From an optimization exercise on the open Yosys and OpenROAD flow, aimed at small area and a short achievable clock period; shortcuts taken in it are not production practice. Only simulation tests tie the RTL to the original design; equivalence was not proved.

===== flow/flow/run.sh =====
#!/bin/bash
# The standard layout, except:
#  - synthesis maps the logic with an area-oriented ABC script (flow/area.abc)
#    instead of ORFS's speed script; registers are mapped as in the standard
#    synthesis (same dfflibmap step, same names);
#  - port buffers are plain buf_1 cells.
set -euo pipefail
W=$(pwd)
export BUFFER_PORTS_ARGS="-buffer_cell sky130_fd_sc_hd__buf_1"
export SETUP_SLACK_MARGIN=30.6
# synthesis script: synth_recipe.tcl with ORFS's synth.tcl calling ABC with our script
sed "s#log_cmd abc {\*}\$abc_args#log_cmd abc -script $W/flow/area.abc {*}[lrange \$abc_args 2 end]#" \
    "$FLOW_HOME/scripts/synth.tcl" > "$W/synth_core.tcl"
grep -q "flow/area.abc" "$W/synth_core.tcl"
sed "s#source \$::env(SCRIPTS_DIR)/synth.tcl#source $W/synth_core.tcl#" synth_recipe.tcl > "$W/own_synth.tcl"
grep -q "synth_core.tcl" "$W/own_synth.tcl"
bash standard.sh "SYNTH_SCRIPT=$W/own_synth.tcl" synth > synth.log 2>&1
bash standard.sh "SYNTH_SCRIPT=$W/own_synth.tcl" > standard.log 2>&1

===== flow/flow/area.abc =====
strash
dch
map -a
topo
stime -c
buffer -c
upsize -c
dnsize -c

===== flow/standard.sh =====
#!/bin/bash
# synth_recipe.tcl (not shown) runs the flow's synth.tcl, then flattens the netlist and writes it again
# the make line also repeats each setting of config.mk as NAME=value (left out here)
make -C /OpenROAD-flow-scripts/flow DESIGN_CONFIG=/design/flow/config.mk WORK_HOME=/design/flow/orfs CLKGATE_MAP_FILE= SYNTH_SCRIPT=/design/flow/synth_recipe.tcl "${@:-finish}"

===== flow/config.mk =====
export PLATFORM = sky130hd
export DESIGN_NAME = d72_burst_check
export DESIGN_NICKNAME = d72_burst_check
export VERILOG_FILES = /design/flow/design.v
export SDC_FILE = /design/flow/constraint.sdc
export NUM_CORES = 4
export LEC_CHECK = 0
export CAP_MARGIN = 20
export CORE_MARGIN = 2
export CORE_UTILIZATION = 45
export CTS_CLUSTER_DIAMETER = 100
export CTS_CLUSTER_SIZE = 20
export SLEW_MARGIN = 20

===== flow/constraint.sdc =====
create_clock -name core_clock -period 40.0 [get_ports {clk}]
set_input_delay 8.0000 -clock core_clock [delete_from_list [all_inputs] [get_ports {clk}]]
set_output_delay 8.0000 -clock core_clock [all_outputs]
set_load 0.01 [all_outputs]

===== flow/design.v =====
module d72_burst_check (
    input  wire         clk,
    input  wire         rst,
    input  wire         beat_valid,
    input  wire [31:0]  beat_dq,
    input  wire [7:0]   beat_cb,
    input  wire [1:0]   exp_channel,
    input  wire [29:0]  exp_burst,
    input  wire [15:0]  exp_epoch,
    output reg          res_valid,
    output reg  [1:0]   res_status,
    output reg  [7:0]   res_corrected,
    output wire [511:0] res_data
);
    reg        v;
    reg [31:0] dq;
    reg [7:0]  cb;
    always @(posedge clk) begin
        v  <= beat_valid & ~rst;
        dq <= beat_dq;
        cb <= beat_cb;
    end
    reg [3:0] cnt;
    always @(posedge clk)
        if (rst) cnt <= 4'd0;
        else if (v) cnt <= cnt + 4'd1;
    wire odd   = cnt[0];
    wire first = (cnt == 4'd0);
    wire c1    = (cnt == 4'd1);
    wire last  = (cnt == 4'd15);
    reg [47:0] E;
    wire e_load = v ? last : first;
    always @(posedge clk)
        if (e_load) E <= {exp_epoch, exp_channel, exp_burst};
    wire [7:0] fc;
    wire fc_x35 = E[3] ^ E[27];
    wire fc_x36 = E[7] ^ E[9];
    wire fc_x37 = E[10] ^ E[11];
    wire fc_x38 = E[15] ^ E[17];
    wire fc_x39 = E[18] ^ E[19];
    wire fc_x40 = E[21] ^ E[22];
    wire fc_x41 = E[23] ^ E[25];
    wire fc_x42 = E[24] ^ E[26];
    wire fc_x43 = E[31] ^ fc_x35;
    wire fc_x44 = E[2] ^ fc_x37;
    wire fc_x45 = E[4] ^ fc_x36;
    wire fc_x46 = E[5] ^ fc_x41;
    wire fc_x47 = E[8] ^ fc_x42;
    wire fc_x48 = E[12] ^ fc_x38;
    wire fc_x49 = E[14] ^ fc_x39;
    wire fc_x50 = E[20] ^ E[27];
    wire fc_x51 = cnt[1] ^ fc_x43;
    wire fc_x52 = fc_x40 ^ fc_x45;
    assign fc[0] = E[0] ^ E[10] ^ E[18] ^ E[24] ^ E[28] ^ cnt[2] ^ fc_x48 ^ fc_x51 ^ fc_x52;
    assign fc[1] = E[1] ^ E[11] ^ E[13] ^ E[19] ^ E[21] ^ E[29] ^ cnt[3] ^ fc_x36 ^ fc_x38 ^ fc_x46 ^ fc_x51;
    assign fc[2] = E[6] ^ E[7] ^ E[15] ^ E[22] ^ E[23] ^ E[26] ^ E[30] ^ cnt[2] ^ cnt[3] ^ fc_x43 ^ fc_x44 ^ fc_x49;
    assign fc[3] = E[0] ^ E[1] ^ E[9] ^ E[16] ^ E[17] ^ E[25] ^ fc_x35 ^ fc_x39 ^ fc_x44 ^ fc_x47;
    assign fc[4] = E[6] ^ fc_x37 ^ fc_x46 ^ fc_x47 ^ fc_x50 ^ fc_x52;
    assign fc[5] = E[13] ^ E[16] ^ fc_x40 ^ fc_x41 ^ fc_x42 ^ fc_x48 ^ fc_x49 ^ fc_x50;
    assign fc[6] = E[28] ^ E[29] ^ E[30] ^ E[31];
    assign fc[7] = 1'b0;
    wire [7:0] hlo, hhi;
    wire hlo_x32 = dq[0] ^ dq[1];
    wire hlo_x33 = dq[2] ^ dq[3];
    wire hlo_x34 = dq[4] ^ dq[5];
    wire hlo_x35 = dq[6] ^ dq[8];
    wire hlo_x36 = dq[7] ^ dq[9];
    wire hlo_x37 = dq[10] ^ dq[11];
    wire hlo_x38 = dq[12] ^ dq[14];
    wire hlo_x39 = dq[13] ^ dq[15];
    wire hlo_x40 = dq[16] ^ dq[17];
    wire hlo_x41 = dq[18] ^ dq[19];
    wire hlo_x42 = dq[20] ^ dq[21];
    wire hlo_x43 = dq[22] ^ dq[24];
    wire hlo_x44 = dq[23] ^ dq[25];
    wire hlo_x45 = dq[26] ^ dq[27];
    wire hlo_x46 = dq[28] ^ dq[29];
    wire hlo_x47 = dq[30] ^ dq[31];
    wire hlo_x48 = hlo_x40 ^ hlo_x41;
    wire hlo_x49 = hlo_x45 ^ hlo_x46;
    assign hlo[0] = dq[2] ^ dq[7] ^ dq[13] ^ dq[16] ^ dq[23] ^ dq[26] ^ dq[30] ^ hlo_x32 ^ hlo_x34 ^ hlo_x37 ^ hlo_x42;
    assign hlo[1] = dq[3] ^ dq[4] ^ dq[10] ^ dq[17] ^ dq[20] ^ dq[27] ^ dq[31] ^ hlo_x32 ^ hlo_x35 ^ hlo_x38 ^ hlo_x43;
    assign hlo[2] = dq[0] ^ dq[5] ^ dq[6] ^ dq[9] ^ dq[11] ^ dq[12] ^ dq[15] ^ dq[18] ^ dq[21] ^ dq[22] ^ dq[25] ^ dq[28] ^ hlo_x33;
    assign hlo[3] = dq[1] ^ dq[8] ^ dq[14] ^ dq[19] ^ dq[24] ^ dq[29] ^ hlo_x33 ^ hlo_x36 ^ hlo_x39 ^ hlo_x44;
    assign hlo[4] = hlo_x34 ^ hlo_x35 ^ hlo_x36 ^ hlo_x48 ^ hlo_x49;
    assign hlo[5] = hlo_x37 ^ hlo_x38 ^ hlo_x39 ^ hlo_x47 ^ hlo_x48;
    assign hlo[6] = hlo_x42 ^ hlo_x43 ^ hlo_x44 ^ hlo_x47 ^ hlo_x49;
    assign hlo[7] = 1'b0;
    wire hhi_x32 = dq[24] ^ dq[25];
    wire hhi_x33 = dq[26] ^ dq[27];
    wire hhi_x34 = dq[28] ^ dq[29];
    wire hhi_x35 = dq[30] ^ dq[31];
    wire hhi_x36 = hhi_x32 ^ hhi_x35;
    wire hhi_x37 = dq[0] ^ dq[1];
    wire hhi_x38 = dq[2] ^ dq[17];
    wire hhi_x39 = dq[3] ^ dq[4];
    wire hhi_x40 = dq[5] ^ dq[7];
    wire hhi_x41 = dq[6] ^ dq[8];
    wire hhi_x42 = dq[9] ^ dq[10];
    wire hhi_x43 = dq[11] ^ dq[12];
    wire hhi_x44 = dq[13] ^ dq[14];
    wire hhi_x45 = dq[15] ^ dq[16];
    wire hhi_x46 = dq[18] ^ dq[19];
    wire hhi_x47 = dq[20] ^ dq[21];
    wire hhi_x48 = dq[22] ^ dq[23];
    wire hhi_x49 = hhi_x33 ^ hhi_x34;
    wire hhi_x50 = hhi_x33 ^ hhi_x36;
    wire hhi_x51 = hhi_x38 ^ hhi_x49;
    wire hhi_x52 = hhi_x42 ^ hhi_x43;
    wire hhi_x53 = hhi_x44 ^ hhi_x45;
    wire hhi_x54 = hhi_x46 ^ hhi_x47;
    wire hhi_x55 = hhi_x48 ^ hhi_x54;
    assign hhi[0] = dq[6] ^ dq[9] ^ dq[13] ^ dq[18] ^ dq[28] ^ hhi_x39 ^ hhi_x50;
    assign hhi[1] = dq[3] ^ dq[10] ^ dq[14] ^ dq[19] ^ dq[29] ^ hhi_x40 ^ hhi_x50;
    assign hhi[2] = dq[0] ^ dq[4] ^ dq[5] ^ dq[8] ^ dq[11] ^ dq[15] ^ dq[20] ^ dq[26] ^ hhi_x34 ^ hhi_x36;
    assign hhi[3] = dq[1] ^ dq[7] ^ dq[12] ^ dq[16] ^ dq[21] ^ dq[27] ^ dq[30] ^ hhi_x32 ^ hhi_x34 ^ hhi_x41;
    assign hhi[4] = dq[22] ^ dq[24] ^ dq[31] ^ hhi_x51 ^ hhi_x52;
    assign hhi[5] = dq[23] ^ dq[25] ^ hhi_x37 ^ hhi_x51 ^ hhi_x53;
    assign hhi[6] = dq[2] ^ hhi_x35 ^ hhi_x37 ^ hhi_x55;
    assign hhi[7] = dq[17] ^ hhi_x39 ^ hhi_x40 ^ hhi_x41 ^ hhi_x52 ^ hhi_x53 ^ hhi_x55;
    reg [7:0] synp;
    always @(posedge clk)
        if (v & ~odd) synp <= cb ^ hlo ^ fc;
    wire [7:0] syn = synp ^ hhi;
    localparam [511:0] DCOLS = 512'h574f3e3d3b372f1fe0d0c8c4c2c1b0a8a4a2a1989492918c8a898685837068646261585452514c4a49464543383432312c2a292625231c1a191615130e0d0b07;
    wire [63:0] flip;
    wire [7:0]  ecb;
    genvar gi;
    generate
        for (gi = 0; gi < 64; gi = gi + 1) begin : g_dec
            localparam [7:0] COL = DCOLS[8*gi +: 8];
            assign flip[gi] = odd & (syn == COL);
        end
        for (gi = 0; gi < 8; gi = gi + 1) begin : g_decc
            assign ecb[gi] = odd & (syn == (8'd1 << gi));
        end
    endgenerate
    wire cw_corr = |flip | |ecb;
    wire cw_unc  = (syn != 8'd0) & ~cw_corr;
    reg  [31:0] st [0:15];
    wire [31:0] hi_fix = dq ^ flip[63:32];
    integer k;
    always @(posedge clk)
        if (v) begin
            st[0] <= hi_fix;
            st[1] <= st[0] ^ flip[31:0];
            for (k = 2; k < 16; k = k + 1) st[k] <= st[k-1];
        end
    generate
        for (gi = 0; gi < 16; gi = gi + 1) begin : g_out
            assign res_data[32*gi +: 32] = st[15-gi];
        end
    endgenerate
    reg  [15:0] S;
    wire [15:0] s_base = first ? 16'hFFFF : S;
    wire [15:0] s_next;
    wire [15:0] s_dl;
    assign s_dl[0] = flip[0] | flip[2] | flip[7] | flip[8] | flip[9] | flip[11] | flip[12] | flip[15] | flip[18] | flip[24] | flip[25] | flip[27];
    assign s_dl[1] = flip[0] | flip[1] | flip[3] | flip[9] | flip[10] | flip[12] | flip[13] | flip[19] | flip[25] | flip[26] | flip[28];
    assign s_dl[2] = flip[1] | flip[2] | flip[4] | flip[10] | flip[11] | flip[13] | flip[14] | flip[20] | flip[26] | flip[27] | flip[29];
    assign s_dl[3] = flip[2] | flip[3] | flip[5] | flip[11] | flip[12] | flip[14] | flip[15] | flip[21] | flip[27] | flip[28] | flip[30];
    assign s_dl[4] = flip[0] | flip[3] | flip[4] | flip[6] | flip[12] | flip[13] | flip[15] | flip[22] | flip[24] | flip[28] | flip[29] | flip[31];
    assign s_dl[5] = flip[1] | flip[2] | flip[4] | flip[5] | flip[8] | flip[9] | flip[11] | flip[12] | flip[13] | flip[14] | flip[15] | flip[16] | flip[18] | flip[23] | flip[27] | flip[29] | flip[30];
    assign s_dl[6] = flip[0] | flip[2] | flip[3] | flip[5] | flip[6] | flip[8] | flip[9] | flip[10] | flip[12] | flip[13] | flip[14] | flip[15] | flip[17] | flip[19] | flip[24] | flip[28] | flip[30] | flip[31];
    assign s_dl[7] = flip[0] | flip[1] | flip[3] | flip[4] | flip[6] | flip[7] | flip[9] | flip[10] | flip[11] | flip[13] | flip[14] | flip[15] | flip[16] | flip[18] | flip[20] | flip[25] | flip[29] | flip[31];
    assign s_dl[8] = flip[0] | flip[1] | flip[2] | flip[4] | flip[5] | flip[7] | flip[10] | flip[11] | flip[12] | flip[14] | flip[15] | flip[16] | flip[17] | flip[19] | flip[21] | flip[26] | flip[30];
    assign s_dl[9] = flip[0] | flip[1] | flip[2] | flip[3] | flip[5] | flip[6] | flip[11] | flip[12] | flip[13] | flip[15] | flip[17] | flip[18] | flip[20] | flip[22] | flip[24] | flip[27] | flip[31];
    assign s_dl[10] = flip[0] | flip[1] | flip[2] | flip[3] | flip[4] | flip[6] | flip[7] | flip[12] | flip[13] | flip[14] | flip[16] | flip[18] | flip[19] | flip[21] | flip[23] | flip[25] | flip[28];
    assign s_dl[11] = flip[1] | flip[2] | flip[3] | flip[4] | flip[5] | flip[7] | flip[8] | flip[13] | flip[14] | flip[15] | flip[17] | flip[19] | flip[20] | flip[22] | flip[24] | flip[26] | flip[29];
    assign s_dl[12] = flip[3] | flip[4] | flip[5] | flip[6] | flip[7] | flip[8] | flip[11] | flip[12] | flip[14] | flip[20] | flip[21] | flip[23] | flip[30];
    assign s_dl[13] = flip[4] | flip[5] | flip[6] | flip[7] | flip[8] | flip[9] | flip[12] | flip[13] | flip[15] | flip[21] | flip[22] | flip[24] | flip[31];
    assign s_dl[14] = flip[0] | flip[5] | flip[6] | flip[7] | flip[9] | flip[10] | flip[13] | flip[14] | flip[16] | flip[22] | flip[23] | flip[25];
    assign s_dl[15] = flip[1] | flip[6] | flip[7] | flip[8] | flip[10] | flip[11] | flip[14] | flip[15] | flip[17] | flip[23] | flip[24] | flip[26];
    function [15:0] crc32;
        input [15:0] c;
        input [31:0] d;
        integer n, b;
        reg [15:0] x;
        begin
            x = c;
            for (n = 0; n < 4; n = n + 1) begin
                x = x ^ {d[8*n +: 8], 8'd0};
                for (b = 0; b < 8; b = b + 1)
                    x = x[15] ? ((x << 1) ^ 16'h1021) : (x << 1);
            end
            crc32 = x;
        end
    endfunction
    wire [15:0] s_lin = crc32(s_base, hi_fix);
    assign s_next = s_lin ^ s_dl;
    always @(posedge clk) if (v) S <= s_next;
    reg  [15:0] V;
    wire [15:0] v_base = first ? 16'h0000 : V;
    wire [15:0] v_next;
    wire [7:0]  cbe = odd ? 8'h00 : cb;
    assign v_next[0] = v_base[12] ^ cbe[4] ^ ecb[0];
    assign v_next[1] = v_base[13] ^ cbe[0] ^ cbe[5] ^ ecb[1];
    assign v_next[2] = v_base[14] ^ cbe[1] ^ cbe[6] ^ ecb[2];
    assign v_next[3] = v_base[15] ^ cbe[2] ^ cbe[7] ^ ecb[3];
    assign v_next[4] = v_base[0] ^ cbe[3] ^ ecb[4];
    assign v_next[5] = v_base[1] ^ v_base[12] ^ ecb[5];
    assign v_next[6] = v_base[2] ^ v_base[13] ^ ecb[6];
    assign v_next[7] = v_base[3] ^ v_base[14] ^ ecb[7];
    assign v_next[8] = v_base[4] ^ v_base[15] ^ cbe[0];
    assign v_next[9] = v_base[5] ^ cbe[1];
    assign v_next[10] = v_base[6] ^ cbe[2];
    assign v_next[11] = v_base[7] ^ cbe[3];
    assign v_next[12] = v_base[8] ^ v_base[12] ^ cbe[0];
    assign v_next[13] = v_base[9] ^ v_base[13] ^ cbe[1];
    assign v_next[14] = v_base[10] ^ v_base[14] ^ cbe[2];
    assign v_next[15] = v_base[11] ^ v_base[15] ^ cbe[3];
    always @(posedge clk) if (v) V <= v_next;
    reg  [15:0] R;
    wire [15:0] r_base = first ? 16'h0000 : R;
    wire [15:0] r_next;
    wire        t_lo = odd & ~(cnt[3] & cnt[2]);
    wire        t_hi = odd & cnt[3] & cnt[2];
    wire [7:0]  tlo = t_lo ? cb : 8'h00;
    wire [7:0]  thi = t_hi ? cb : 8'h00;
    wire r_next_x32 = thi[3] ^ thi[7];
    wire r_next_x33 = r_base[3] ^ thi[0];
    wire r_next_x34 = thi[2] ^ thi[6];
    wire r_next_x35 = r_base[0] ^ thi[7];
    wire r_next_x36 = r_base[1] ^ thi[0];
    wire r_next_x37 = r_base[2] ^ thi[1];
    wire r_next_x38 = thi[4] ^ r_next_x37;
    wire r_next_x39 = thi[5] ^ r_next_x33;
    assign r_next[0] = r_base[4] ^ thi[1] ^ thi[6] ^ r_next_x32;
    assign r_next[1] = r_base[5] ^ thi[0] ^ thi[2] ^ thi[4] ^ r_next_x35;
    assign r_next[2] = r_base[6] ^ thi[1] ^ thi[3] ^ thi[5] ^ r_next_x36;
    assign r_next[3] = r_base[7] ^ r_next_x34 ^ r_next_x38;
    assign r_next[4] = r_base[8] ^ thi[2] ^ r_next_x32 ^ r_next_x39;
    assign r_next[5] = r_base[9] ^ thi[4] ^ thi[7];
    assign r_next[6] = r_base[10] ^ thi[5];
    assign r_next[7] = r_base[11] ^ thi[6];
    assign r_next[8] = r_base[12] ^ tlo[0] ^ r_next_x35;
    assign r_next[9] = r_base[1] ^ r_base[13] ^ tlo[1];
    assign r_next[10] = r_base[2] ^ r_base[14] ^ tlo[2] ^ thi[0];
    assign r_next[11] = r_base[15] ^ tlo[3] ^ thi[1] ^ r_next_x33;
    assign r_next[12] = r_base[0] ^ tlo[4] ^ r_next_x32 ^ r_next_x34;
    assign r_next[13] = tlo[5] ^ thi[4] ^ r_next_x32 ^ r_next_x36;
    assign r_next[14] = tlo[6] ^ thi[5] ^ r_next_x38;
    assign r_next[15] = tlo[7] ^ r_next_x34 ^ r_next_x39;
    always @(posedge clk) if (v) R <= r_next;
    wire [15:0] chk;
    wire chk_x48 = s_next[0] ^ s_next[7];
    wire chk_x49 = s_next[1] ^ s_next[8];
    wire chk_x50 = s_next[2] ^ s_next[9];
    wire chk_x51 = s_next[3] ^ s_next[10];
    wire chk_x52 = s_next[4] ^ s_next[11];
    wire chk_x53 = s_next[5] ^ s_next[12];
    wire chk_x54 = s_next[6] ^ s_next[13];
    wire chk_x55 = s_next[14] ^ chk_x48;
    wire chk_x56 = s_next[0] ^ chk_x50;
    wire chk_x57 = s_next[10] ^ chk_x49;
    assign chk[0] = s_next[0] ^ s_next[1] ^ v_next[0] ^ r_next[0] ^ chk_x51;
    assign chk[1] = s_next[1] ^ s_next[2] ^ v_next[1] ^ r_next[1] ^ chk_x52;
    assign chk[2] = s_next[2] ^ s_next[3] ^ v_next[2] ^ r_next[2] ^ chk_x53;
    assign chk[3] = s_next[3] ^ s_next[4] ^ v_next[3] ^ r_next[3] ^ chk_x54;
    assign chk[4] = s_next[4] ^ s_next[5] ^ v_next[4] ^ r_next[4] ^ chk_x55;
    assign chk[5] = s_next[5] ^ s_next[6] ^ s_next[8] ^ s_next[15] ^ v_next[5] ^ r_next[5] ^ chk_x51;
    assign chk[6] = s_next[6] ^ s_next[9] ^ v_next[6] ^ r_next[6] ^ chk_x48 ^ chk_x52;
    assign chk[7] = s_next[7] ^ v_next[7] ^ r_next[7] ^ chk_x53 ^ chk_x57;
    assign chk[8] = s_next[8] ^ s_next[11] ^ v_next[8] ^ r_next[8] ^ chk_x50 ^ chk_x54;
    assign chk[9] = s_next[9] ^ s_next[12] ^ v_next[9] ^ r_next[9] ^ chk_x51 ^ chk_x55;
    assign chk[10] = s_next[13] ^ s_next[15] ^ v_next[10] ^ r_next[10] ^ chk_x52 ^ chk_x57;
    assign chk[11] = s_next[11] ^ s_next[14] ^ v_next[11] ^ r_next[11] ^ chk_x53 ^ chk_x56;
    assign chk[12] = s_next[12] ^ s_next[15] ^ v_next[12] ^ r_next[12] ^ chk_x54;
    assign chk[13] = s_next[13] ^ v_next[13] ^ r_next[13] ^ chk_x55;
    assign chk[14] = s_next[14] ^ s_next[15] ^ v_next[14] ^ r_next[14] ^ chk_x49;
    assign chk[15] = s_next[15] ^ v_next[15] ^ r_next[15] ^ chk_x56;
    wire crc_ok = (chk == 16'h0000);
    reg unc, mm;
    reg [7:0] ebyte;
    always @* begin
        case (cnt[3:1])
            3'd0: ebyte = E[7:0];
            3'd1: ebyte = E[15:8];
            3'd2: ebyte = E[23:16];
            3'd3: ebyte = E[31:24];
            3'd4: ebyte = E[39:32];
            3'd5: ebyte = E[47:40];
            default: ebyte = 8'h00;
        endcase
    end
    wire unc_all = (unc & ~c1) | cw_unc;
    always @(posedge clk)
        if (v & odd) begin
            unc <= unc_all;
            res_corrected <= {cw_corr, res_corrected[7:1]};
            if (~(cnt[3] & cnt[2])) mm <= (mm & ~c1) | (cb != ebyte);
        end
    always @(posedge clk) begin
        res_valid <= v & last & ~rst;
        if (v & last) begin
            if (unc_all)      res_status <= 2'd1;
            else if (!crc_ok) res_status <= 2'd2;
            else if (mm)      res_status <= 2'd3;
            else              res_status <= 2'd0;
        end
    end
endmodule

==> run notes, run 1 <==
| Group | Quantity | Value |
|:---|:---|:---|
| critical path | Worst path required time | 32.00 ns |
| timing | FMAX | 106.7 MHz |
| synth | Synthesis-stage register bit count | 674 |
| status | Status | timing/DRC/antenna clean |
| clock tree | Master cell of the clock root buffer | sky130_fd_sc_hd__clkbuf_16 |
| critical path | Worst EP arrival | 1.38 ns |
| grt | Antenna violations before repair | 10 |
| die | Die span in x | 250.0 um |
| drt | Number of vias per cell after detailed routing | 5.335 |
| place | HPWL after detailed placement | 76.68 mm |
| clock tree | Maximum number of buffers from clock root to sink | 3 |
| worst hold path | Worst min-delay path category | register to register |
| grt | First-pass GRT wire length | 129.3 mm |
| die | Initial cell density of the core | 45.28% |
| timing | Setup Total Neg Slack | 0 ns |
| synth | Number of warnings printed during yosys synthesis | 2 |
| job | Number of max-cap violations | 0 |
| timing | Setup repair after global routing missed its margin | false |
| die | Die footprint | 62490 um2 |
| critical path | Number of cells on the worst reg-to-reg path | 36 |
| clock tree | Deepest level of the CTS H-tree | 2 |
| grt | Total global-route track usage | 29.74% |
| worst hold path | Worst hold start | st[3][22] |
| layout | Area growth from synthesis to final layout | 17.38% |
| critical path | Slowest-stage cell, CP | sky130_fd_sc_hd__edfxtp_1 |
| clock tree | Clock slew at the register clock pins of the worst setup and hold paths | 0.08 ns |
| layout | Final design utilization | 53.15% |
| critical path | Sequence of cells on the critical path | buf_1 |
| drt | DRC violation count after routing | 0 |
| critical path | Setup CP Type | register to primary output |
| synth | Area share of the largest cell type after synthesis | 69.26% |
| timing | Final Critical Period | 9.376 ns |
| clock tree | Worst-Skew Late Latency | 0.60 ns |
| grt | Vias in the first global route | 16510 |
| critical path | Cell type group with the largest total delay on the critical path | flip-flops |
| timing | Worst Clk Skew | 0.01841 ns |
| synth | Post-Synthesis Net Count | 1881 |
| timing | Final worst-path cycle share | 23.44% |
| place | Placer's final routability congestion estimate | 1.076 |
| timing | Max-slew headroom | 23.50% |
| worst hold path | Hold Crit Depth | 0 |
| critical path | Kind of start point of the critical path | register |
| critical path | Reg-to-reg setup timing slack | 31.46 ns |
| die | Standard-cell row count | 90 |
| timing | Count of final max-slew check failures | 0 |
| critical path | Capture instance of the worst register-to-register path | res_status[1] |
| drt | TritonRoute pass-1 iters | 5 |
| clock tree | Inserted Clock Buffers | 40 |
| place | Minimum setup slack after placement | 31.05 ns |
| grt | Largest net degree at the start of global routing | 174 |
| timing | Slew at the pin closest to its max-slew limit | 1.147 ns |
| critical path | Highest fanout seen on the critical path | 2 |
| synth | Avg Cell Area, Syn | 15.24 um2 |
| place | Placed Area | 30590 um2 |
| die | Die Span Y | 250.0 um |
| layout | Post-layout instance area | 31960 um2 |
| drt | First DRT Iteration DRCs | 1697 |
| die | Area of the core | 60130 um2 |
| drt | Post-DRT Antenna Nets | 0 |
| clock tree | Number of clock sinks seen by CTS | 674 |
| clock tree | TritonCTS clock tree | yes |
| drt | Overall routed net length | 94.79 mm |
| synth | Sequential area share after synthesis | 72.64% |
| timing | Setup slack after layout | 30.62 ns |
| synth | Top cell type by total area after synthesis | sky130_fd_sc_hd__edfxtp_1 |
| synth | Post-synth cell types | 43 |
| critical path | FF-to-FF Start | dq[28] |
| synth | Mapped Area | 27230 um2 |
| timing | Total of endpoints with negative setup slack in the final report | 0 |
| timing | Final number of hold-violating endpoints | 0 |
| synth | Leading post-synthesis cells by cell area | sky130_fd_sc_hd__edfxtp_1 (69%), sky130_fd_sc_hd__xor2_1 (10%), sky130_fd_sc_hd__xnor2_1 (5.6%), sky130_fd_sc_hd__dfxtp_1 (3.4%), sky130_fd_sc_hd__nor2_1 (2.4%) |
| worst hold path | Endpoint with the worst hold slack | st[4][22] |
| critical path | CP bufs+invs | 1 |
| synth | Post-Syn Instances | 1787 |
| drt | Routed wire length per instance | 29.02 um |
| die | I/O pin count | 614 |
| layout | Total number of nets in the final design | 2557 |
| critical path | Worst setup EP type | primary output |
| layout | Fraction of final layout cells sized beyond drive strength 1 | 6.245% |
| critical path | Slowest cell delay on critical path | 0.58 ns |
| grt | Overflow after GRT | 0 |
| drt | Via count of the routed design | 17420 |
| place | Number of port buffers | 613 |
==> repair_timing <==
item,4_1_cts,5_1_grt
hold endpoints to repair,0,0
buffers inserted,19,3
gates resized for setup,9,3
endpoints found under the setup margin,22,4
cloned,0,0
hold buffers,0,0
==> final cells by class <==
class | instances | area [um2]
inverter | 127 | 476.7
clock buffer | 54 | 1075
fill | 5128 | 28170
tap | 782 | 978.4
antenna | 2 | 5.005
multi-input combinational | 974 | 6934
sequential | 674 | 19780
timing repair buffer | 646 | 2633
clock inverter | 7 | 76.32
==> worst max path at each step <==
stage                          start             to  slack, ns  cells after the start
after floorplan                    v           E[0]      30.94                      1
after global placement    st[13][26]   res_data[90]      31.03                      1
after detailed placement  st[13][26]   res_data[90]      31.05                      1
after CTS                  st[12][8]  res_data[104]      30.61                      1
after global routing       st[12][0]   res_data[96]      30.60                      1
final                      st[13][5]   res_data[69]      30.62                      1
==> metrics by stage <==
step	hold slack [ns]	std cells
finish	0.4467	3266
floorplan	0.4723	1787
CTS	0.4512	3261
global placement	0.4288	3179
detailed placement	0.4317	3181
global route	0.4549	3264
==> cell usage after synthesis (all sizes together) <==
| master | n |
|---|---|
| edfxtp | 628 |
| xor2 | 337 |
| nor2 | 186 |
| xnor2 | 179 |
| inv | 122 |
| nand2 | 113 |
| dfxtp | 46 |
| nor3 | 22 |
| nor4 | 20 |
| nand4 | 16 |
| or2 | 16 |
| a22oi | 14 |
| o21ai | 14 |
| nand3 | 11 |
| clkbuf | 10 |
| a21oi | 9 |
| o22ai | 7 |
| o2111ai | 6 |
| a221oi | 5 |
| clkinv | 5 |
| o211ai | 4 |
| ha | 3 |
| a211oi | 2 |
| a31oi | 2 |
| and3 | 2 |
| buf | 2 |
| o41ai | 2 |
| a31o | 1 |
| nor4b | 1 |
| o21a | 1 |
| o221ai | 1 |
==> cell families (layout without fill, tap and decap cells) <==
kind of cell,after synthesis,in the layout,share of synthesized area (%)
AND/OR/NAND/NOR,387,387,6.254
adder cells (fa/ha/maj),3,3,0.1379
AO/OA/AOI/OAI,68,68,1.691
buffers and inverters,139,834,1.930
XOR/XNOR,516,516,17.34
other,0,2,0
flip-flops,674,674,72.64
==> layer usage <==
| layer | share of wire, % | global-route usage (%) | routed length [um] | vias to the layer above |
|---|---|---|---|---|
| li1 | - | - | - | 7506 |
| met1 | 40 | 39.79 | 37930 | 8759 |
| met2 | 48 | 48.28 | 45110 | 993 |
| met3 | 9.1 | 7.061 | 8647 | 166 |
| met4 | 3.3 | 9.290 | 3108 | 0 |
| met5 | 0 | 0 | 0 | - |
==> placed cells by master, fill, tap and decap left out, types with 8 or more instances in the layout <==
master                      count
sky130_fd_sc_hd__inv_2         10
sky130_fd_sc_hd__a21oi_1        9
sky130_fd_sc_hd__nand2_1      104
sky130_fd_sc_hd__xor2_1       318
sky130_fd_sc_hd__inv_1        112
sky130_fd_sc_hd__xor2_2        17
sky130_fd_sc_hd__nor3_1        22
sky130_fd_sc_hd__dfxtp_1       45
sky130_fd_sc_hd__nor4_1        19
sky130_fd_sc_hd__buf_1        604
sky130_fd_sc_hd__clkbuf_1      13
sky130_fd_sc_hd__edfxtp_1     628
sky130_fd_sc_hd__or2_2          9
sky130_fd_sc_hd__buf_2          8
sky130_fd_sc_hd__a22oi_1       14
sky130_fd_sc_hd__nand3_1       11
sky130_fd_sc_hd__clkbuf_16     41
sky130_fd_sc_hd__nor2_2         8
sky130_fd_sc_hd__nand4_1       16
sky130_fd_sc_hd__o21ai_0       13
sky130_fd_sc_hd__nor2_1       177
sky130_fd_sc_hd__xnor2_1      174
sky130_fd_sc_hd__buf_4         27
==> sequential cells by signal, summed over array words and instances, names as in the netlist <==
name	count
E	48
R	16
S	16
V	16
cb	8
cnt	4
dq	32
mm	1
res_corrected	8
res_status	2
res_valid	1
st	512
synp	8
unc	1
v	1
==> inputs of run 2 (changes only) <==
--- a/flow/flow/run.sh
+++ b/flow/flow/run.sh
@@ -8,5 +8,5 @@
 W=$(pwd)
 export BUFFER_PORTS_ARGS="-buffer_cell sky130_fd_sc_hd__buf_1"
-export SETUP_SLACK_MARGIN=30.6
+export SETUP_SLACK_MARGIN=30.7
 # synthesis script: synth_recipe.tcl with ORFS's synth.tcl calling ABC with our script
 sed "s#log_cmd abc {\*}\$abc_args#log_cmd abc -script $W/flow/area.abc {*}[lrange \$abc_args 2 end]#" \
==> run 2 against run 1 <==
Against the previous run:
- global-route usage increased by 0.080 points
- final area increased by 1.4%
- cell count increased by 1.1%
- count of clock-buffer cells in the layout unchanged
- utilization increased by 0.75 points
- die area unchanged
- flip-flop and latch count unchanged
- synthesized area unchanged
- largest cell class unchanged
- highest routed layer unchanged
==> run notes, run 2 <==
| Group | Quantity | Value | Change |
|:---|:---|:---|:---|
| grt | First-pass GRT wire length | 129.8 mm | was 129.3 mm |
| place | Placed Area | 30590 um2 | unchanged |
| clock tree | Count of hold-fix buffers inserted at cts | 0 | unchanged |
| die | Initial cell density of the core | 45.28% | unchanged |
| timing | Count of final max-slew check failures | 0 | unchanged |
| die | Die footprint | 62490 um2 | unchanged |
| grt | Overflow after GRT | 0 | unchanged |
| timing | Setup Total Neg Slack | 0 ns | unchanged |
| place | Placer's final routability congestion estimate | 1.076 | unchanged |
| timing | Final worst-path cycle share | 23.45% | was 23.44% |
| drt | Via count of the routed design | 17510 | was 17420 |
| synth | Synthesis-stage register bit count | 674 | unchanged |
| critical path | Slowest-stage cell, CP | sky130_fd_sc_hd__edfxtp_1 | unchanged |
| timing | FMAX | 106.6 MHz | was 106.7 MHz |
| drt | Routed wire length per instance | 28.80 um | was 29.02 um |
| clock tree | Inserted Clock Buffers | 40 | unchanged |
| die | Area of the core | 60130 um2 | unchanged |
| timing | Final Critical Period | 9.379 ns | was 9.376 ns |
| layout | Most used cells in the layout excluding fill and tap cells | sky130_fd_sc_hd__edfxtp_1 (628), sky130_fd_sc_hd__buf_1 (566), sky130_fd_sc_hd__xor2_1 (318) | was sky130_fd_sc_hd__edfxtp_1 (628), sky130_fd_sc_hd__buf_1 (604), sky130_fd_sc_hd__xor2_1 (318) |
| critical path | Cell type group with the largest total delay on the critical path | flip-flops | unchanged |
| synth | Number of warnings printed during yosys synthesis | 2 | unchanged |
| critical path | Sequence of cells on the critical path | buf_1 | unchanged |
| synth | Leading post-synthesis cells by cell area | sky130_fd_sc_hd__edfxtp_1 (69%), sky130_fd_sc_hd__xor2_1 (10%), sky130_fd_sc_hd__xnor2_1 (5.6%), sky130_fd_sc_hd__dfxtp_1 (3.4%), sky130_fd_sc_hd__nor2_1 (2.4%) | unchanged |
| timing | Slew at the pin closest to its max-slew limit | 1.115 ns | was 1.147 ns |
| layout | Most frequent standard cell in the layout excluding fill and tap cells | sky130_fd_sc_hd__edfxtp_1 | unchanged |
| critical path | Kind of start point of the critical path | register | unchanged |
| layout | Fraction of final layout cells sized beyond drive strength 1 | 9.131% | was 6.245% |
| timing | Total of endpoints with negative setup slack in the final report | 0 | unchanged |
| timing | Final number of hold-violating endpoints | 0 | unchanged |
| critical path | Highest fanout seen on the critical path | 2 | unchanged |
| timing | Setup repair after global routing missed its margin | true | was false |
| worst hold path | Worst hold start | st[3][22] | unchanged |
| layout | Register ranked first by flip-flop count | st | unchanged |
| layout | Largest registers | st: 512 flops, E: 48 flops, dq: 32 flops | unchanged |
| clock tree | Number of clock sinks seen by CTS | 674 | unchanged |
| layout | Post-layout instance area | 32410 um2 | was 31960 um2 |
| critical path | Reg-to-reg setup timing slack | 31.44 ns | was 31.46 ns |
| synth | Post-Synthesis Net Count | 1881 | unchanged |
| critical path | Capture instance of the worst register-to-register path | res_status[1] | unchanged |
| clock tree | Maximum number of buffers from clock root to sink | 3 | unchanged |
| critical path | Slowest cell delay on critical path | 0.58 ns | about the same |
| clock tree | Deepest level of the CTS H-tree | 2 | unchanged |
| clock tree | Master cell of the clock root buffer | sky130_fd_sc_hd__clkbuf_16 | unchanged |
| drt | First DRT Iteration DRCs | 1702 | was 1697 |
| critical path | Setup CP Type | register to primary output | unchanged |
| worst hold path | Worst min-delay path category | register to register | unchanged |
| place | Minimum setup slack after placement | 31.05 ns | unchanged |
| synth | Most common cell in the synthesized netlist | sky130_fd_sc_hd__edfxtp_1 | unchanged |
| layout | Max reg flops | 512 | unchanged |
| critical path | Worst setup EP type | primary output | unchanged |
| timing | Max-slew headroom | 25.70% | was 23.50% |
| clock tree | TritonCTS clock tree | yes | unchanged |
| critical path | FF-to-FF Start | dq[28] | unchanged |
| die | Standard-cell row count | 90 | unchanged |
| synth | Post-Syn Instances | 1787 | unchanged |
| synth | Area share of the largest cell type after synthesis | 69.26% | unchanged |
| synth | Commonest cells post-synth | sky130_fd_sc_hd__edfxtp_1 (628), sky130_fd_sc_hd__xor2_1 (318), sky130_fd_sc_hd__nor2_1 (177) | unchanged |
| place | HPWL after detailed placement | 76.68 mm | unchanged |
| grt | Total global-route track usage | 29.82% | was 29.74% |
| drt | DRC violation count after routing | 0 | unchanged |
| synth | Primary flip-flop cell chosen by synthesis mapping | sky130_fd_sc_hd__edfxtp_1 | unchanged |
| grt | Antenna violations before repair | 7 | was 10 |
| synth | Top cell type by total area after synthesis | sky130_fd_sc_hd__edfxtp_1 | unchanged |
| layout | Fill cell count | 5085 | was 5128 |
| clock tree | Worst-Skew Late Latency | 0.60 ns | about the same |
| worst hold path | Hold Crit Depth | 0 | unchanged |
| place | Number of port buffers | 613 | unchanged |
| drt | Overall routed net length | 95.10 mm | was 94.79 mm |
| layout | Area growth from synthesis to final layout | 19.04% | was 17.38% |
| grt | Vias in the first global route | 16650 | was 16510 |
| job | Number of max-cap violations | 0 | unchanged |
| die | Die span in x | 250.0 um | unchanged |
| clock tree | Clock slew at the register clock pins of the worst setup and hold paths | 0.08 ns | about the same |
| synth | Avg Cell Area, Syn | 15.24 um2 | unchanged |
| layout | Total number of nets in the final design | 2594 | was 2557 |
| critical path | Worst path required time | 32.00 ns | about the same |
| die | Die Span Y | 250.0 um | unchanged |
| synth | Count of flip-flops with a built-in enable after synthesis | 628 | unchanged |
| timing | Setup slack after layout | 30.62 ns | about the same |
| worst hold path | Endpoint with the worst hold slack | st[4][22] | unchanged |
| critical path | Number of cells on the worst reg-to-reg path | 36 | unchanged |
| grt | Largest net degree at the start of global routing | 174 | unchanged |
| timing | Worst Clk Skew | 0.01611 ns | was 0.01841 ns |
| critical path | Worst EP arrival | 1.38 ns | about the same |
| drt | TritonRoute pass-1 iters | 6 | was 5 |
| status | Status | timing/DRC/antenna clean | unchanged |
| drt | Number of vias per cell after detailed routing | 5.301 | was 5.335 |
| synth | Sequential area share after synthesis | 72.64% | unchanged |
| synth | Mapped Area | 27230 um2 | unchanged |
| critical path | CP bufs+invs | 1 | unchanged |
| synth | Post-synth cell types | 43 | unchanged |
| synth | Share of async-settable or async-resettable flops after synthesis | 0% | unchanged |
| die | I/O pin count | 614 | unchanged |
| drt | Post-DRT Antenna Nets | 0 | unchanged |
run 2: cell type report:
type / count / area, um2 / area share, %
flip-flops and latches: 674 / 19780 / 61.04
multi-input cells: 974 / 6934 / 21.39
repair buffers: 683 / 3085 / 9.520
clock buffers: 54 / 1075 / 3.316
well taps: 782 / 978.4 / 3.019
inverters: 127 / 476.7 / 1.471
clock inverters: 7 / 76.32 / 0.2355
diodes: 1 / 2.502 / 0.007721
run 2: how the worst max path moves through the flow:
stage	start	to	slack, ns	cells after the start
floorplan	v	E[0]	30.94	1
global placement	st[13][26]	res_data[90]	31.03	1
detailed placement	st[13][26]	res_data[90]	31.05	1
CTS	st[14][23]	res_data[55]	30.62	1
global route	st[15][7]	res_data[7]	30.60	1
finish	st[14][19]	res_data[51]	30.62	1
run 2: layer usage:
| metal | vias up | share of wire [%] | GRT usage [%] |
|---|---|---|---|
| li1 | 7566 | - | - |
| met1 | 8785 | 40 | 40.14 |
| met2 | 984 | 48 | 48.36 |
| met3 | 170 | 9.3 | 6.571 |
| met4 | 0 | 3.5 | 9.649 |
| met5 | - | 0 | 0 |
run 2: what timing repair did:
action	in CTS	in global routing
resized for setup	62	26
endpoints found under the setup margin	83	38
buffers inserted	52	7
pin swaps	0	0
run 2: kinds of logic (layout without fill, tap and decap cells):
kind of cell / after synthesis / in the layout / synth area share (%)
flip-flops: 674 / 674 / 72.64
AND/OR/NAND/NOR: 387 / 387 / 6.254
XOR/XNOR: 516 / 516 / 17.34
AO/OA/AOI/OAI: 68 / 68 / 1.691
buffers and inverters: 139 / 871 / 1.930
other: 0 / 1 / 0
adder cells (fa/ha/maj): 3 / 3 / 0.1379
run 2: metrics by stage:
step                util, %  hold WS [ns]  std cells
finish                53.90        0.4463       3302
global route          53.90        0.4549       3301
CTS                   53.71        0.4512       3294
detailed placement    50.88        0.4317       3181
global placement      50.81        0.4288       3179
floorplan                 -        0.4723       1787
==> inputs of run 3 (changes only) <==
--- a/flow/flow/run.sh
+++ b/flow/flow/run.sh
@@ -8,5 +8,4 @@
 W=$(pwd)
 export BUFFER_PORTS_ARGS="-buffer_cell sky130_fd_sc_hd__buf_1"
-export SETUP_SLACK_MARGIN=30.7
 # synthesis script: synth_recipe.tcl with ORFS's synth.tcl calling ABC with our script
 sed "s#log_cmd abc {\*}\$abc_args#log_cmd abc -script $W/flow/area.abc {*}[lrange \$abc_args 2 end]#" \
--- a/flow/config.mk
+++ b/flow/config.mk
@@ -9,5 +9,5 @@
 export CORE_MARGIN = 2
 export CORE_UTILIZATION = 45
-export CTS_CLUSTER_DIAMETER = 100
-export CTS_CLUSTER_SIZE = 20
+export CTS_CLUSTER_DIAMETER = 80
+export CTS_CLUSTER_SIZE = 25
 export SLEW_MARGIN = 20
==> run 3 against run 2 <==
Against the previous run:
- worst hold slack worse by 0.015 ns
- cell count down 1.5%
- worst setup slack worse by 0.26 ns
- die area unchanged
- utilization down 0.73 points
- clock skew up 0.021 ns
==> run notes, run 3 <==
| Group | Quantity | Value | Change |
|:---|:---|:---|:---|
| timing | Final worst-path cycle share | 24.11% | was 23.45% |
| worst hold path | Worst hold start | st[8][30] | was st[3][22] |
| clock tree | Number of buffers added for setup after CTS | 0 | was 52 |
| timing | Slew at the pin closest to its max-slew limit | 1.162 ns | was 1.115 ns |
| synth | Sequential area share after synthesis | 72.64% | unchanged |
| clock tree | TritonCTS clock tree | yes | unchanged |
| timing | Setup repair after global routing missed its margin | false | was true |
| synth | Primary flip-flop cell chosen by synthesis mapping | sky130_fd_sc_hd__edfxtp_1 | unchanged |
| layout | Most frequent standard cell in the layout excluding fill and tap cells | sky130_fd_sc_hd__edfxtp_1 | unchanged |
| timing | Final number of hold-violating endpoints | 0 | unchanged |
| synth | Area share of the largest cell type after synthesis | 69.26% | unchanged |
| grt | First-pass GRT wire length | 128.9 mm | was 129.8 mm |
| layout | Total number of nets in the final design | 2533 | was 2594 |
| timing | FMAX | 103.7 MHz | was 106.6 MHz |
| layout | Area growth from synthesis to final layout | 17.42% | was 19.04% |
| die | Area of the core | 60130 um2 | unchanged |
| critical path | Worst setup EP type | primary output | unchanged |
| timing | Final Critical Period | 9.643 ns | was 9.379 ns |
| timing | Worst hold slack | 0.4310 ns | was 0.4463 ns |
| place | Number of cells after detailed placement | 3178 | was 3181 |
| layout | Most used cells in the layout excluding fill and tap cells | sky130_fd_sc_hd__edfxtp_1 (628), sky130_fd_sc_hd__buf_1 (613), sky130_fd_sc_hd__xor2_1 (318) | was sky130_fd_sc_hd__edfxtp_1 (628), sky130_fd_sc_hd__buf_1 (566), sky130_fd_sc_hd__xor2_1 (318) |
| synth | Post-Syn Instances | 1787 | unchanged |
| worst hold path | Endpoint with the worst hold slack | st[9][30] | was st[4][22] |
| place | HPWL after detailed placement | 75.95 mm | was 76.68 mm |
| place | Number of port buffers | 613 | unchanged |
| worst hold path | Worst min-delay path category | register to register | unchanged |
| critical path | Reg-to-reg setup timing slack | 31.22 ns | was 31.44 ns |
| status | Status | timing/DRC/antenna clean | unchanged |
| synth | Mapped Area | 27230 um2 | unchanged |
| layout | Fraction of final layout cells sized beyond drive strength 1 | 5.594% | was 9.131% |
| clock tree | Number of clock sinks seen by CTS | 674 | unchanged |
| worst hold path | Hold Crit Depth | 0 | unchanged |
| die | Die Span Y | 250.0 um | unchanged |
| drt | First DRT Iteration DRCs | 1717 | was 1702 |
| critical path | Kind of start point of the critical path | register | unchanged |
| layout | Largest registers | st: 512 flops, E: 48 flops, dq: 32 flops | unchanged |
| critical path | Worst EP arrival | 1.64 ns | was 1.38 ns |
| critical path | Slowest cell delay on critical path | 0.80 ns | was 0.58 ns |
| die | Die footprint | 62490 um2 | unchanged |
| timing | Worst Clk Skew | 0.03758 ns | was 0.01611 ns |
| timing | Count of final max-slew check failures | 0 | unchanged |
| synth | Top cell type by total area after synthesis | sky130_fd_sc_hd__edfxtp_1 | unchanged |
| synth | Most common cell in the synthesized netlist | sky130_fd_sc_hd__edfxtp_1 | unchanged |
| layout | Post-layout instance area | 31970 um2 | was 32410 um2 |
| critical path | Cell type group with the largest total delay on the critical path | flip-flops | unchanged |
| clock tree | Count of hold-fix buffers inserted at cts | 0 | unchanged |
| synth | Number of warnings printed during yosys synthesis | 2 | unchanged |
| die | Initial cell density of the core | 45.28% | unchanged |
| clock tree | Maximum number of buffers from clock root to sink | 3 | unchanged |
| timing | Setup Total Neg Slack | 0 ns | unchanged |
| die | I/O pin count | 614 | unchanged |
| drt | DRC violation count after routing | 0 | unchanged |
| synth | Leading post-synthesis cells by cell area | sky130_fd_sc_hd__edfxtp_1 (69%), sky130_fd_sc_hd__xor2_1 (10%), sky130_fd_sc_hd__xnor2_1 (5.6%), sky130_fd_sc_hd__dfxtp_1 (3.4%), sky130_fd_sc_hd__nor2_1 (2.4%) | unchanged |
| synth | Post-Synthesis Net Count | 1881 | unchanged |
| layout | Register ranked first by flip-flop count | st | unchanged |
| critical path | CP bufs+invs | 1 | unchanged |
| clock tree | Deepest level of the CTS H-tree | 2 | unchanged |
| clock tree | Post-cts repair resize count | 0 | was 62 |
| critical path | FF-to-FF Start | dq[0] | was dq[28] |
| grt | Overflow after GRT | 0 | unchanged |
| clock tree | Master cell of the clock root buffer | sky130_fd_sc_hd__clkbuf_16 | unchanged |
| synth | Post-synth cell types | 43 | unchanged |
| grt | Vias in the first global route | 16560 | was 16650 |
| critical path | Number of cells on the worst reg-to-reg path | 38 | was 36 |
| synth | Avg Cell Area, Syn | 15.24 um2 | unchanged |
| layout | Post-layout instance count excluding filler cells | 3252 | was 3302 |
| critical path | Logic depth of the worst path, buffers included | 1 | unchanged |
| drt | Overall routed net length | 94.50 mm | was 95.10 mm |
| place | Placer's final routability congestion estimate | 1.023 | was 1.076 |
| die | Die span in x | 250.0 um | unchanged |
| grt | Total global-route track usage | 29.58% | was 29.82% |
| critical path | Highest fanout seen on the critical path | 2 | unchanged |
| drt | Routed wire length per instance | 29.06 um | was 28.80 um |
| synth | Count of flip-flops with a built-in enable after synthesis | 628 | unchanged |
| drt | Post-DRT Antenna Nets | 0 | unchanged |
| timing | Total of endpoints with negative setup slack in the final report | 0 | unchanged |
| synth | Commonest cells post-synth | sky130_fd_sc_hd__edfxtp_1 (628), sky130_fd_sc_hd__xor2_1 (318), sky130_fd_sc_hd__nor2_1 (177) | unchanged |
| critical path | Capture instance of the worst register-to-register path | res_status[1] | unchanged |
| drt | TritonRoute pass-1 iters | 6 | unchanged |
| critical path | Setup CP Type | register to primary output | unchanged |
| critical path | Slowest-stage cell, CP | sky130_fd_sc_hd__edfxtp_1 | unchanged |
| synth | Share of async-settable or async-resettable flops after synthesis | 0% | unchanged |
| die | Standard-cell row count | 90 | unchanged |
| synth | Synthesis-stage register bit count | 674 | unchanged |
| layout | Max reg flops | 512 | unchanged |
| drt | Via count of the routed design | 17160 | was 17510 |
| clock tree | Worst-Skew Late Latency | 0.62 ns | was 0.60 ns |
| clock tree | Inserted Clock Buffers | 41 | was 40 |
| clock tree | Clock slew at the register clock pins of the worst setup and hold paths | 0.10 ns | was 0.08 ns |
| grt | Largest net degree at the start of global routing | 197 | was 174 |
| place | Placed Area | 30550 um2 | was 30590 um2 |
| job | Number of max-cap violations | 0 | unchanged |
| grt | Antenna violations before repair | 6 | was 7 |
| critical path | Worst path required time | 32.00 ns | about the same |
| drt | Number of vias per cell after detailed routing | 5.277 | was 5.301 |
| timing | Max-slew headroom | 22.50% | was 25.70% |
| critical path | Sequence of cells on the critical path | buf_1 | unchanged |
run 3: layout make-up:
cell class              instances  area [um2]
flip-flops and latches        674       19780
clock inverters                23       364.1
repair buffers                621        2374
multi-input cells             974        6934
fillers                      5202       28160
inverters                     127       476.7
well taps                     782       978.4
clock buffers                  48        1054
diodes                          3       7.507
run 3: through the flow:
step	worst slack, ns	util (%)
5_1_grt	30.37	53.15
2_1_floorplan	15.51	-
6_report	30.36	53.17
4_1_cts	30.37	53.15
3_3_place_gp	30.99	50.80
3_5_place_dp	31.03	50.80
run 3: metal layers:
metal / vias to the layer above / wire length, um / GRT usage (%)
met5: - / 0 / 0
met4: 0 / 2866 / 8.674
met3: 143 / 9355 / 8.020
met2: 970 / 44680 / 47.97
met1: 8582 / 37590 / 39.17
li1: 7465 / - / -
run 3: worst max-delay path by stage:
stage                     from             to
floorplan                    v           E[0]
global placement     st[1][12]  res_data[460]
detailed placement   st[1][12]  res_data[460]
CTS                  st[1][12]  res_data[460]
global route        st[13][26]   res_data[90]
finish              st[13][26]   res_data[90]
run 3: cell families (layout without fill, tap and decap cells):
logic type      Yosys count  after routing  synth area share (%)
flops                   674            674                 72.64
xor+xnor                516            516                 17.34
simple gates            387            387                 6.254
buf+inv                 139            819                 1.930
compound gates           68             68                 1.691
fa+ha+maj                 3              3                0.1379
other cells               0              3                     0
run 3: worst reg2reg max path: cells and delay by family, from the launching register on:
family | cells | cell delay (ns)
AO/OA/AOI/OAI | 2 | 0.28
AND/OR/NAND/NOR | 14 | 2.60
buffers and inverters | 4 | 0.38
XOR/XNOR | 18 | 4.85
flip-flops | 1 | 0.45
==> inputs of run 4 (changes only) <==
--- a/flow/flow/run.sh
+++ b/flow/flow/run.sh
@@ -8,4 +8,5 @@
 W=$(pwd)
 export BUFFER_PORTS_ARGS="-buffer_cell sky130_fd_sc_hd__buf_1"
+export SETUP_SLACK_MARGIN=30.6
 # synthesis script: synth_recipe.tcl with ORFS's synth.tcl calling ABC with our script
 sed "s#log_cmd abc {\*}\$abc_args#log_cmd abc -script $W/flow/area.abc {*}[lrange \$abc_args 2 end]#" \
--- a/flow/config.mk
+++ b/flow/config.mk
@@ -8,6 +8,7 @@
 export CAP_MARGIN = 20
 export CORE_MARGIN = 2
-export CORE_UTILIZATION = 45
-export CTS_CLUSTER_DIAMETER = 80
-export CTS_CLUSTER_SIZE = 25
+export CORE_UTILIZATION = 55
+export CTS_CLUSTER_DIAMETER = 100
+export CTS_CLUSTER_SIZE = 20
+export PLACE_DENSITY = 0.7
 export SLEW_MARGIN = 20
==> run 4 against run 3 <==
Against the previous run:
- register-to-register slack got worse by 0.12 ns
- clock skew fell by 0.015 ns
- flip-flop and latch count stayed put
- sequential share of layout area rose by 0.27 points
- synthesized area is the same
- critical path depth did not move
- first-iteration DRC count is 11% higher
- non-clock buffer count is 24 higher
- critical path type unchanged
- critical endpoint is now res_data[9]
==> run notes, run 4 <==
| Group | Quantity | Value | Change |
|:---|:---|:---|:---|
| synth | Compound-cell area share of the yosys netlist | 1.691% | unchanged |
| synth | Combinational family with the most area after synthesis | XOR/XNOR gates | unchanged |
| critical path | Logic depth of the worst path, buffers included | 1 | unchanged |
| critical path | Setup CP Type | register to primary output | unchanged |
| timing | Slew at the pin closest to its max-slew limit | 1.086 ns | was 1.162 ns |
| die | Die footprint | 51300 um2 | was 62490 um2 |
| synth | Area share of the largest cell type after synthesis | 69.26% | unchanged |
| synth | Primary flip-flop cell chosen by synthesis mapping | sky130_fd_sc_hd__edfxtp_1 | unchanged |
| grt | Met1 global-route usage | 42.34% | was 39.17% |
| grt | First-pass GRT wire length | 116.0 mm | was 128.9 mm |
| clock tree | Count of hold-fix buffers inserted at cts | 0 | unchanged |
| synth | Leading post-synthesis cells by cell area | sky130_fd_sc_hd__edfxtp_1 (69%), sky130_fd_sc_hd__xor2_1 (10%), sky130_fd_sc_hd__xnor2_1 (5.6%), sky130_fd_sc_hd__dfxtp_1 (3.4%), sky130_fd_sc_hd__nor2_1 (2.4%) | unchanged |
| critical path | Sequence of cells on the critical path | buf_6 | was buf_1 |
| critical path | Worst setup EP type | primary output | unchanged |
| grt | Overflow after GRT | 0 | unchanged |
| drt | Via count of the routed design | 17210 | was 17160 |
| layout | Fraction of final layout cells sized beyond drive strength 1 | 6.366% | was 5.594% |
| critical path | Critical Path Source | st[15][9] | was st[13][26] |
| synth | Post-Synth Simple-Gate Area | 6.254% | unchanged |
| critical path | Highest fanout seen on the critical path | 1 | was 2 |
| drt | First DRT Iteration DRCs | 1898 | was 1717 |
| grt | Total global-route track usage | 32.59% | was 29.58% |
| clock tree | TritonCTS clock tree | yes | unchanged |
| clock tree | Clock slew at the register clock pins of the worst setup and hold paths | 0.08 ns | was 0.10 ns |
| synth | Most common cell in the synthesized netlist | sky130_fd_sc_hd__edfxtp_1 | unchanged |
| synth | Share of async-settable or async-resettable flops after synthesis | 0% | unchanged |
| synth | Post-Syn Instances | 1787 | unchanged |
| drt | Post-DRT Antenna Nets | 0 | unchanged |
| place | HPWL after detailed placement | 67.65 mm | was 75.95 mm |
| critical path | Slowest-stage cell, CP | sky130_fd_sc_hd__edfxtp_1 | unchanged |
| timing | Max-slew headroom | 27.07% | was 22.50% |
| clock tree | Deepest level of the CTS H-tree | 2 | unchanged |
| worst hold path | Worst min-delay path category | register to register | unchanged |
| critical path | Capture instance of the worst register-to-register path | res_status[1] | unchanged |
| clock tree | Maximum number of buffers from clock root to sink | 3 | unchanged |
| layout | Most frequent standard cell in the layout excluding fill and tap cells | sky130_fd_sc_hd__edfxtp_1 | unchanged |
| synth | Avg Cell Area, Syn | 15.24 um2 | unchanged |
| synth | Area share of xor/xnor cells in the synthesized design | 17.34% | unchanged |
| layout | Count of inserted antenna diode cells | 0 | was 3 |
| drt | Overall routed net length | 85.64 mm | was 94.50 mm |
| synth | Count of flip-flops with a built-in enable after synthesis | 628 | unchanged |
| grt | Gr busiest metal | met2 | unchanged |
| timing | Final worst-path cycle share | 23.54% | was 24.11% |
| place | Minimum setup slack after placement | 31.12 ns | was 31.03 ns |
| worst hold path | Endpoint with the worst hold slack | st[10][23] | was st[9][30] |
| drt | TritonRoute pass-1 iters | 5 | was 6 |
| layout | Total number of nets in the final design | 2557 | was 2533 |
| critical path | Cell type group with the largest total delay on the critical path | flip-flops | unchanged |
| synth | Post-synth cell types | 43 | unchanged |
| synth | Number of warnings printed during yosys synthesis | 2 | unchanged |
| timing | Count of final max-slew check failures | 0 | unchanged |
| synth | Synthesized-area fraction occupied by adder cells | 0.1379% | unchanged |
| die | Initial cell density of the core | 55.62% | was 45.28% |
| timing | Worst Clk Skew | 0.02249 ns | was 0.03758 ns |
| timing | Setup Total Neg Slack | 0 ns | unchanged |
| critical path | Kind of start point of the critical path | register | unchanged |
| synth | Portion of netlist area occupied by mux cells | 0% | unchanged |
| drt | Number of vias per cell after detailed routing | 5.471 | was 5.277 |
| timing | Final number of hold-violating endpoints | 0 | unchanged |
| grt | Largest net degree at the start of global routing | 206 | was 197 |
| synth | Sequential area share after synthesis | 72.64% | unchanged |
| synth | Top cell type by total area after synthesis | sky130_fd_sc_hd__edfxtp_1 | unchanged |
| clock tree | Inserted Clock Buffers | 41 | unchanged |
| critical path | CP bufs+invs | 1 | unchanged |
| synth | Synthesis-stage register bit count | 674 | unchanged |
| grt | Met2 layer usage reported by global route | 52.02% | was 47.97% |
| grt | Met3 Resource Use GR | 9.641% | was 8.020% |
| critical path | Slowest cell delay on critical path | 0.60 ns | was 0.80 ns |
| grt | Vias in the first global route | 16420 | was 16560 |
| timing | Setup slack after layout | 30.58 ns | was 30.36 ns |
| job | Number of max-cap violations | 0 | unchanged |
| layout | Largest registers | st: 512 flops, E: 48 flops, dq: 32 flops | unchanged |
| critical path | FF-to-FF Start | dq[28] | was dq[0] |
| critical path | Number of cells on the worst reg-to-reg path | 35 | was 38 |
| die | Die span in x | 226.5 um | was 250.0 um |
| timing | Final Critical Period | 9.418 ns | was 9.643 ns |
| timing | Worst hold slack | 0.4480 ns | was 0.4310 ns |
| synth | Post-Synthesis Net Count | 1881 | unchanged |
| clock tree | Master cell of the clock root buffer | sky130_fd_sc_hd__clkbuf_16 | unchanged |
| layout | Max reg flops | 512 | unchanged |
| layout | Most used cells in the layout excluding fill and tap cells | sky130_fd_sc_hd__edfxtp_1 (628), sky130_fd_sc_hd__buf_1 (607), sky130_fd_sc_hd__xor2_1 (316) | was sky130_fd_sc_hd__edfxtp_1 (628), sky130_fd_sc_hd__buf_1 (613), sky130_fd_sc_hd__xor2_1 (318) |
| place | Number of port buffers | 613 | unchanged |
| synth | Commonest cells post-synth | sky130_fd_sc_hd__edfxtp_1 (628), sky130_fd_sc_hd__xor2_1 (318), sky130_fd_sc_hd__nor2_1 (177) | unchanged |
| clock tree | Worst-Skew Late Latency | 0.60 ns | was 0.62 ns |
| layout | Area growth from synthesis to final layout | 16.90% | was 17.42% |
| timing | Setup repair after global routing missed its margin | true | was false |
| place | Placer's final routability congestion estimate | 0.9953 | was 1.023 |
| layout | Register ranked first by flip-flop count | st | unchanged |
| die | Standard-cell row count | 81 | was 90 |
| clock tree | Number of clock sinks seen by CTS | 674 | unchanged |
| synth | Mapped Area | 27230 um2 | unchanged |
| worst hold path | Worst hold start | st[9][23] | was st[8][30] |
| die | Area of the core | 48950 um2 | was 60130 um2 |
| die | Die Span Y | 226.5 um | was 250.0 um |
| drt | DRC violation count after routing | 0 | unchanged |
| critical path | Worst path required time | 32.00 ns | about the same |
| critical path | Worst EP arrival | 1.42 ns | was 1.64 ns |
| grt | Antenna violations before repair | 8 | was 6 |
| die | I/O pin count | 614 | unchanged |
| status | Status | timing/DRC/antenna clean | unchanged |
| drt | Routed wire length per instance | 27.22 um | was 29.06 um |
| worst hold path | Hold Crit Depth | 0 | unchanged |
| layout | Fill cell count | 3702 | was 5202 |
| timing | FMAX | 106.2 MHz | was 103.7 MHz |
| timing | Total of endpoints with negative setup slack in the final report | 0 | unchanged |
| critical path | Reg-to-reg setup timing slack | 31.10 ns | was 31.22 ns |
## run 4: cell counts after synthesis
Identical to the previous run, type by type.
## run 4: cell type report
cell class | instances | area (um2) | area share (%)
Clock buffer | 53 | 1092 | 3.432
Clock inverter | 9 | 96.34 | 0.3027
Inverter | 127 | 476.7 | 1.498
Multi-Input combinational cell | 974 | 6957 | 21.86
Sequential cell | 674 | 19780 | 62.15
Tap cell | 664 | 830.8 | 2.610
Timing Repair Buffer | 645 | 2594 | 8.149
## run 4: worst max path at each step
stage,endpoint,slack [ns]
final,res_data[9],30.58
after global routing,res_status[1],30.56
after CTS,res_data[9],30.60
after detailed placement,res_status[1],31.12
after global placement,res_data[73],31.14
after floorplan,E[0],30.94
## run 4: routing by layer
metal / vias to the layer above / share of wire (%)
met5: - / 0.013
met4: 2 / 4.1
met3: 178 / 11
met2: 1028 / 47
met1: 8511 / 38
li1: 7492 / -
## run 4: per-stage QoR
step / std cells / utilization (%) / instance area [um2]
4_1_cts: 3138 / 64.80 / 31720
3_3_place_gp: 3061 / 62.11 / 30410
6_report: 3146 / 65.02 / 31830
3_5_place_dp: 3061 / 62.11 / 30410
2_1_floorplan: 1787 / - / 27230
5_1_grt: 3146 / 65.02 / 31830
## run 4: logic make-up after synthesis
group                      after synthesis
DFF                                    674
xor gates and xnor gates               516
and+or+nand+nor                        387
buffers and inverters                  139
AOI/OAI and AO/OA                       68
adders and majority gates                3
## run 4: timing repair
action | in CTS | in global routing
setup endpoints to repair | 14 | 12
setup buffers | 15 | 7
gates resized for setup | 7 | 6

==> separate check: timing with driven ports <==
Ports are ideal in the flow. The routed layouts listed here were re-timed in OpenROAD. Step 1 assumes that a clkbuf_16 drives the clock port and a buf_2 every other input. Step 2 moves the port delays by t, midway between the first and last clock arrival at a register: inputs arrive t later, outputs are due t later. That takes back most of the time a late clock gives input paths. Slacks: no drivers / after step 1 / after step 2; pairs: no drivers / after step 1.
| run | shift t [ns] | setup WS [ns] | worst setup path at the end | clock arrival spread, ns | pins driven straight from the clock port |
|---|---|---|---|---|---|
| run 1 | 0.657 | 30.624 / 30.561 / 31.218 | register to output | 0.019 / 0.019 | 1 |
| run 2 | 0.657 | 30.621 / 30.556 / 31.214 | register to output | 0.016 / 0.017 | 1 |
| run 3 | 0.667 | 30.357 / 30.290 / 30.957 | register to output | 0.038 / 0.038 | 1 |
| run 4 | 0.647 | 30.582 / 30.521 / 31.105 | register to register | 0.024 / 0.025 | 1 |
After both steps every run listed still meets setup and hold.
